What follows belongs to an exercise in optimizing a design on an open flow for small area, a short achievable clock period and few clock cycles per item; a production flow would make more cautious choices. Only simulation tests tie the RTL to the original design; equivalence was not proved.

==> inputs of build 58 <==
Design line_factor, start of the top module:
module line_factor (
    input  wire        clk,
    input  wire        rst,
    input  wire        req_valid,
    output wire        req_ready,
    input  wire [3:0]  req_phase,
    input  wire        req_norm_en,
    input  wire [31:0] req_exp_ref,
    input  wire [31:0] req_exp_meas,
    input  wire [17:0] req_norm_min,
    input  wire [17:0] req_norm_max,
    input  wire        req_drift_upd,
    input  wire        req_drift_first,
    input  wire [17:0] req_drift_mean,
    input  wire [3:0]  req_drift_shift,
    input  wire [17:0] req_drift_ref,
    input  wire [5:0]  req_drift_range,
    output wire        rsp_valid,
    input  wire        rsp_ready,
    output wire [17:0] rsp_ratio,
    output wire        rsp_norm_clamp,
    output wire [17:0] rsp_drift,
    output wire        rsp_drift_clamp
);
clock: 10.0 ns
lec_check: 0
cap_margin: 20
core_margin: 2
core_utilization: 50
cts_cluster_diameter: 100
cts_cluster_size: 24
slew_margin: 20
standard.sh (not shown) runs the stock make flow with config.mk's settings and CLKGATE_MAP_FILE= SYNTH_SCRIPT=/design/flow/synth_recipe.tcl, a recipe that flattens the netlist after the stock synthesis.
==> flow/flow/run.sh <==
#!/bin/bash
set -euo pipefail
bash standard.sh SETUP_SLACK_MARGIN=6.3 finish > flow_make.log 2>&1
==> inputs of build 39, as changes to build 58 <==
--- a/flow/design.v
+++ b/flow/design.v
@@ -22,27 +22,18 @@
     output wire        rsp_norm_clamp,
     output wire [17:0] rsp_drift,
     output wire        rsp_drift_clamp
 );
     localparam integer S    = 17;                  
-    localparam integer FD   = S + 5;               
-    localparam integer CAP  = FD + 1;              
+    localparam integer D    = S + 3;               
+    localparam integer L    = D + 2;               
     reg           rdy_r;
-    reg [CAP-1:0] c_t;
     wire          acc  = req_valid & rdy_r;
-    wire          take;
+    wire          rdy_nx;
     always @(posedge clk) begin
-        if (rst) begin
-            c_t   <= {CAP{1'b0}};
-            rdy_r <= 1'b1;
-        end else begin
-            case ({acc, take})
-                2'b10:   begin c_t <= {c_t[CAP-2:0], 1'b1}; rdy_r <= ~c_t[CAP-2]; end
-                2'b01:   begin c_t <= {1'b0, c_t[CAP-1:1]}; rdy_r <= 1'b1;        end
-                default: begin                              rdy_r <= ~c_t[CAP-1]; end
-            endcase
-        end
+        if (rst) rdy_r <= 1'b1;
+        else     rdy_r <= rdy_nx;
     end
     assign req_ready = rdy_r;
     reg [25:0] m_st [0:15];
     reg [16:0] q_st [0:15];
     reg [15:0] m_ok, q_ok;
@@ -56,23 +47,21 @@
     reg [15:0] a_soh;      
     reg [25:0] a_xs;       
     reg [14:0] a_lmask;    
     reg [17:0] a_dref;
     reg [5:0]  a_range;
-    reg [25:0] a_ma, a_mb;  
+    reg [25:0] a_mrd;       
+    reg        a_mok;       
+    reg        a_f1, a_f2, a_f3;    
     reg        p_v     [0:S];
     reg [3:0]  p_phase [0:S];
     reg        p_upd   [0:S];
     reg [25:0] p_qd    [0:S];    
     reg        b_v;
     reg [3:0]  b_phase;
     reg        b_upd;
     reg [25:0] b_ma, b_mb;
-    wire [25:0] m_rd  = m_st[req_phase] & {26{m_ok[req_phase]}};
-    wire        fwd_a = a_v & a_upd & (a_phase == req_phase);
-    wire        fwd_b = b_v & b_upd & (b_phase == req_phase);
-    wire        fwd_0 = p_v[0] & p_upd[0] & (p_phase[0] == req_phase);
     wire [25:0] n_ma, n_mb;      
     always @(posedge clk) begin
         if (rst) a_v <= 1'b0;
         else     a_v <= acc;
         a_phase   <= req_phase;
@@ -87,31 +76,35 @@
         a_soh     <= 16'd1 << req_drift_shift;
         a_xs      <= {req_drift_mean, 8'd0} >> req_drift_shift;
         a_lmask   <= ~(15'h7fff << req_drift_shift);
         a_dref    <= req_drift_ref;
         a_range   <= req_drift_range;
-        if (fwd_a) begin
-            a_ma <= n_ma;
-            a_mb <= n_mb;
-        end else if (fwd_b) begin
-            a_ma <= b_ma;
-            a_mb <= b_mb;
-        end else begin
-            a_ma <= fwd_0 ? p_qd[0] : m_rd;
-            a_mb <= 26'd0;
-        end
-    end
+        a_mrd     <= m_st[req_phase];
+        a_mok     <= m_ok[req_phase];
+        a_f1      <= a_v & a_upd & (a_phase == req_phase);
+        a_f2      <= b_v & b_upd & (b_phase == req_phase);
+        a_f3      <= p_v[0] & p_upd[0] & (p_phase[0] == req_phase);
+    end
+    wire [25:0] a_ma = a_f1 ? b_ma : a_f2 ? p_qd[0] : a_f3 ? p_qd[1] :
+                       (a_mrd & {26{a_mok}});
+    wire [25:0] a_mb = a_f1 ? b_mb : 26'd0;
     wire [25:0] x_in = {a_mean, 8'd0};
     reg  [25:0] a_sh, b_sh;    
     reg  [25:0] k_pos;         
     reg         c_s;
     integer     j;
-    wire [16:0] f_low = {1'b0, a_ma[15:0]} + {1'b0, a_mb[15:0]};
-    wire [15:0] f_cin = f_low[15:0] ^ a_ma[15:0] ^ a_mb[15:0];    
+    wire [14:0] f_am  = a_ma[14:0] & a_lmask;
+    wire [14:0] f_bm  = a_mb[14:0] & a_lmask;
+    wire [14:0] f_xm  = x_in[14:0] & a_lmask;
+    wire [15:0] f_low = {1'b0, f_am} + {1'b0, f_bm};
+    wire [15:0] f_cin = {f_low[15:1], 1'b0};                      
+    reg  [15:0] f_2s;                                             
+    wire [16:0] f_w0  = {2'b00, f_xm} - {2'b00, f_am} - {2'b00, f_bm};
+    wire [16:0] f_w1  = {2'b00, f_xm} + {1'b0, f_2s} - {2'b00, f_am} - {2'b00, f_bm};
     wire [26:0] f_all = {1'b0, a_ma} + {1'b0, a_mb};
     wire        f_k   = f_all[26];
-    wire        f_brw = (f_low[14:0] & a_lmask) > (x_in[14:0] & a_lmask);
+    wire        f_brw = c_s ? f_w1[16] : f_w0[16];
     always @(*) begin
         a_sh  = 26'd0;
         b_sh  = 26'd0;
         k_pos = 26'd0;
         c_s   = 1'b0;
@@ -120,10 +113,11 @@
             b_sh = b_sh | ((a_mb >> j) & {26{a_soh[j]}});
             c_s  = c_s | (f_cin[j] & a_soh[j]);
         end
         for (j = 1; j < 16; j = j + 1)
             k_pos[26 - j] = a_soh[j];
+        f_2s = a_soh;
     end
     wire [25:0] l1_s = a_ma ^ a_mb ^ a_xs;
     wire [25:0] l1_c = (a_ma & a_mb) | (a_ma & a_xs) | (a_mb & a_xs);
     wire [25:0] l1_d = {l1_c[24:0], 1'b0};
     wire [25:0] l2_o = ~a_sh;
@@ -225,15 +219,19 @@
             wire        rge   = ~rsum[34];
             wire        mnb   = p_rmin[gs][17];
             wire        mxb   = p_rmax[gs][17];
             wire        eqmn  = ~p_ltmin[gs] & ~p_gtmin[gs];
             wire        eqmx  = ~p_ltmax[gs] & ~p_gtmax[gs];
-            wire        ltmin = p_ltmin[gs] | (eqmn & ~rge & mnb);
-            wire        gtmin = p_gtmin[gs] | (eqmn & rge & ~mnb);
-            wire        ltmax = p_ltmax[gs] | (eqmx & ~rge & mxb);
-            wire        gtmax = p_gtmax[gs] | (eqmx & rge & ~mxb);
-            wire        obit  = ltmin ? mnb : gtmax ? mxb : rge;
+            wire        ltmin0 = p_ltmin[gs] | (eqmn & mnb);
+            wire        gtmax1 = p_gtmax[gs] | (eqmx & ~mxb);
+            wire        ob0    = ltmin0 ? mnb : p_gtmax[gs] ? mxb : 1'b0;
+            wire        ob1    = p_ltmin[gs] ? mnb : gtmax1 ? mxb : 1'b1;
+            wire        ltmin = rge ? p_ltmin[gs] : ltmin0;
+            wire        gtmin = rge ? (p_gtmin[gs] | (eqmn & ~mnb)) : p_gtmin[gs];
+            wire        ltmax = rge ? p_ltmax[gs] : (p_ltmax[gs] | (eqmx & mxb));
+            wire        gtmax = rge ? gtmax1 : p_gtmax[gs];
+            wire        obit  = rge ? ob1 : ob0;
             wire [26:0] qw_n;
             wire        qge;
             wire        qovf;
             wire        qzero;
             if (gs == 0) begin : g_q0
@@ -417,48 +415,45 @@
                 q_ok[e_phase] <= 1'b1;
         end
     end
     reg          o_v;
     reg [36:0]   o_data;
-    reg [36:0]   fifo [0:FD-1];
-    reg [FD-1:0] f_rp, f_wp, f_t;
-    wire         f_empty = ~f_t[0];
-    assign take = o_v & rsp_ready;
-    wire   o_free = ~o_v | rsp_ready;
-    wire   pop    = o_free & ~f_empty;
-    wire   push   = f_v & ~(o_free & f_empty);
-    reg [36:0] f_head;
+    reg [36:0]   rg_d [0:L-1];
+    reg [4:0]    rg_s [0:L-1];
+    reg [L-1:0]  rg_v;
+    reg [4:0]    hd_seq, tl_seq;
+    wire   rg_empty = ~|rg_v;
+    wire   o_free   = ~o_v | rsp_ready;
+    wire   hd_here  = rg_v[L-1] & (rg_s[L-1] == hd_seq);
+    wire   pop      = o_free & hd_here;
+    wire   direct   = o_free & rg_empty & f_v;
+    wire   push     = f_v & ~direct;
+    assign take   = o_v & rsp_ready;
+    assign rdy_nx = ~(push | (rg_v[L-1] & ~pop));
     integer k;
-    always @(*) begin
-        f_head = 37'd0;
-        for (k = 0; k < FD; k = k + 1)
-            f_head = f_head | (fifo[k] & {37{f_rp[k]}});
+    always @(posedge clk) begin
+        for (k = 1; k < L; k = k + 1) begin
+            rg_d[k] <= rg_d[k-1];
+            rg_s[k] <= rg_s[k-1];
+        end
+        rg_d[0] <= f_v ? f_data : rg_d[L-1];
+        rg_s[0] <= f_v ? tl_seq : rg_s[L-1];
+        if (o_free) o_data <= hd_here ? rg_d[L-1] : f_data;
     end
     always @(posedge clk) begin
         if (rst) begin
-            o_v  <= 1'b0;
-            f_rp <= {{(FD-1){1'b0}}, 1'b1};
-            f_wp <= {{(FD-1){1'b0}}, 1'b1};
-            f_t  <= {FD{1'b0}};
+            o_v    <= 1'b0;
+            rg_v   <= {L{1'b0}};
+            hd_seq <= 5'd0;
+            tl_seq <= 5'd0;
         end else begin
-            if (o_free) begin
-                o_v <= ~f_empty | f_v;
-                if (!f_empty) o_data <= f_head;
-                else          o_data <= f_data;
-            end
-            if (push) f_wp <= {f_wp[FD-2:0], f_wp[FD-1]};
-            if (pop)  f_rp <= {f_rp[FD-2:0], f_rp[FD-1]};
-            case ({push, pop})
-                2'b10:   f_t <= {f_t[FD-2:0], 1'b1};
-                2'b01:   f_t <= {1'b0, f_t[FD-1:1]};
-                default: ;
-            endcase
+            if (o_free) o_v <= pop | direct;
+            rg_v   <= {rg_v[L-2:0], push | (rg_v[L-1] & ~pop)};
+            if (pop)  hd_seq <= hd_seq + 5'd1;
+            if (push) tl_seq <= tl_seq + 5'd1;
         end
     end
-    always @(posedge clk)
-        for (k = 0; k < FD; k = k + 1)
-            if (f_v && f_wp[k]) fifo[k] <= f_data;
     assign rsp_valid       = o_v;
     assign rsp_ratio       = o_data[17:0];
     assign rsp_norm_clamp  = o_data[18];
     assign rsp_drift       = {1'b0, o_data[35:19]};
     assign rsp_drift_clamp = o_data[36];
==> flow/flow/run.sh (replaced) <==
#!/bin/bash
set -euo pipefail
bash standard.sh SETUP_SLACK_MARGIN=6.4 finish > flow_make.log 2>&1
Settings changed: CORE_UTILIZATION 50 to 60.
==> inputs of trial 26, as changes to build 58 <==
==> flow/run.sh (new file) <==
#!/bin/bash
# synth_recipe.tcl (not shown) runs the flow's synth.tcl, then flattens the netlist and writes it again
# the make line also repeats each setting of config.mk as NAME=value (left out here)
make -C /OpenROAD-flow-scripts/flow DESIGN_CONFIG=/design/flow/config.mk WORK_HOME=/design/flow/orfs CLKGATE_MAP_FILE= SYNTH_SCRIPT=/design/flow/synth_recipe.tcl finish
Settings changed: SETUP_SLACK_MARGIN set to 5.
removed: flow/flow/run.sh
removed: flow/standard.sh
==> flow_summary.json <==
{
  "status": "timing/DRC/antenna clean",
  "multiInputGateArea_mm2": 0.0832,
  "regToRegSetupSlack_ns": 5.84,
  "syn_area_mm2": 0.195,
  "yosysWarnings": 25,
  "clk_latency_ns": 1.00,
  "relSlewSlack_pct": 29.6,
  "drt_wl_total_um": 408000,
  "fillers": 23763,
  "place_congestion": 0.898,
  "cts_num_sinks": 5201
}
[end of results for build 39]
==> flow_summary.json <==
{
  "status": "timing/DRC/antenna clean",
  "die_w_um": 647,
  "multiInputGateArea_mm2": 0.0857,
  "die-area_mm2": 0.419,
  "cts_num_sinks": 5170,
  "place_congestion": 0.832,
  "syn_area_mm2": 0.207,
  "drt_wl_total_um": 456000,
  "regToRegSetupSlack_ns": 5.76,
  "route.detailed.drc": 0,
  "relSlewSlack_pct": 29.0
}
[end of results for build 58]
==> flow_summary.json <==
{
  "multiInputGateArea_mm2": 0.0836,
  "yosysWarnings": 23,
  "status": "timing/DRC/antenna clean",
  "syn_area_mm2": 0.207,
  "place_congestion": 0.837,
  "drt_wl_total_um": 449000,
  "clk_latency_ns": 1.01,
  "fillers": 35439,
  "regToRegSetupSlack_ns": 5.27,
  "relSlewSlack_pct": 25.6
}
[end of results for trial 26]
Testbench counts of build 58, summed over its fixed seeds: cycles 2,576, items 2,400.
Testbench counts of build 39, summed over its fixed seeds: cycles 2,576, items 2,400.
Testbench counts of trial 26, summed over its fixed seeds: cycles 2,576, items 2,400.

==> re-timing with driven ports <==
No port has a modelled driver above. Below, the same layouts with a new extraction and two added sets of constraints. Step 1: set_driving_cell puts a clkbuf_16 on clk and a buf_2 on each other input, an assumption about the parent block. Step 2 times the ports against the registers' clock, not the clock port: input delays grow and output delays shrink by t, the midpoint of the rising clock arrivals with the driver on. Three values: ideal, step 1, step 2; two values: the first two.
| run | t (ns) | setup slack, ns | worst slew at a driven data input, ns | pins driven straight from the clock port |
|---|---|---|---|---|
| build 58 | 1.071 | 5.757 / 5.757 / 5.230 | 0.29 | 1 |
| build 39 | 1.054 | 5.838 / 5.838 / 5.542 | 0.11 | 1 |
| trial 26 | 1.096 | 5.272 / 5.273 / 4.273 | 0.11 | 1 |
After both steps every run listed still meets setup and hold. For trial 26, which loses most, drivers alone change the setup slack by +0.001 ns; drivers and shift together by -0.999 ns.
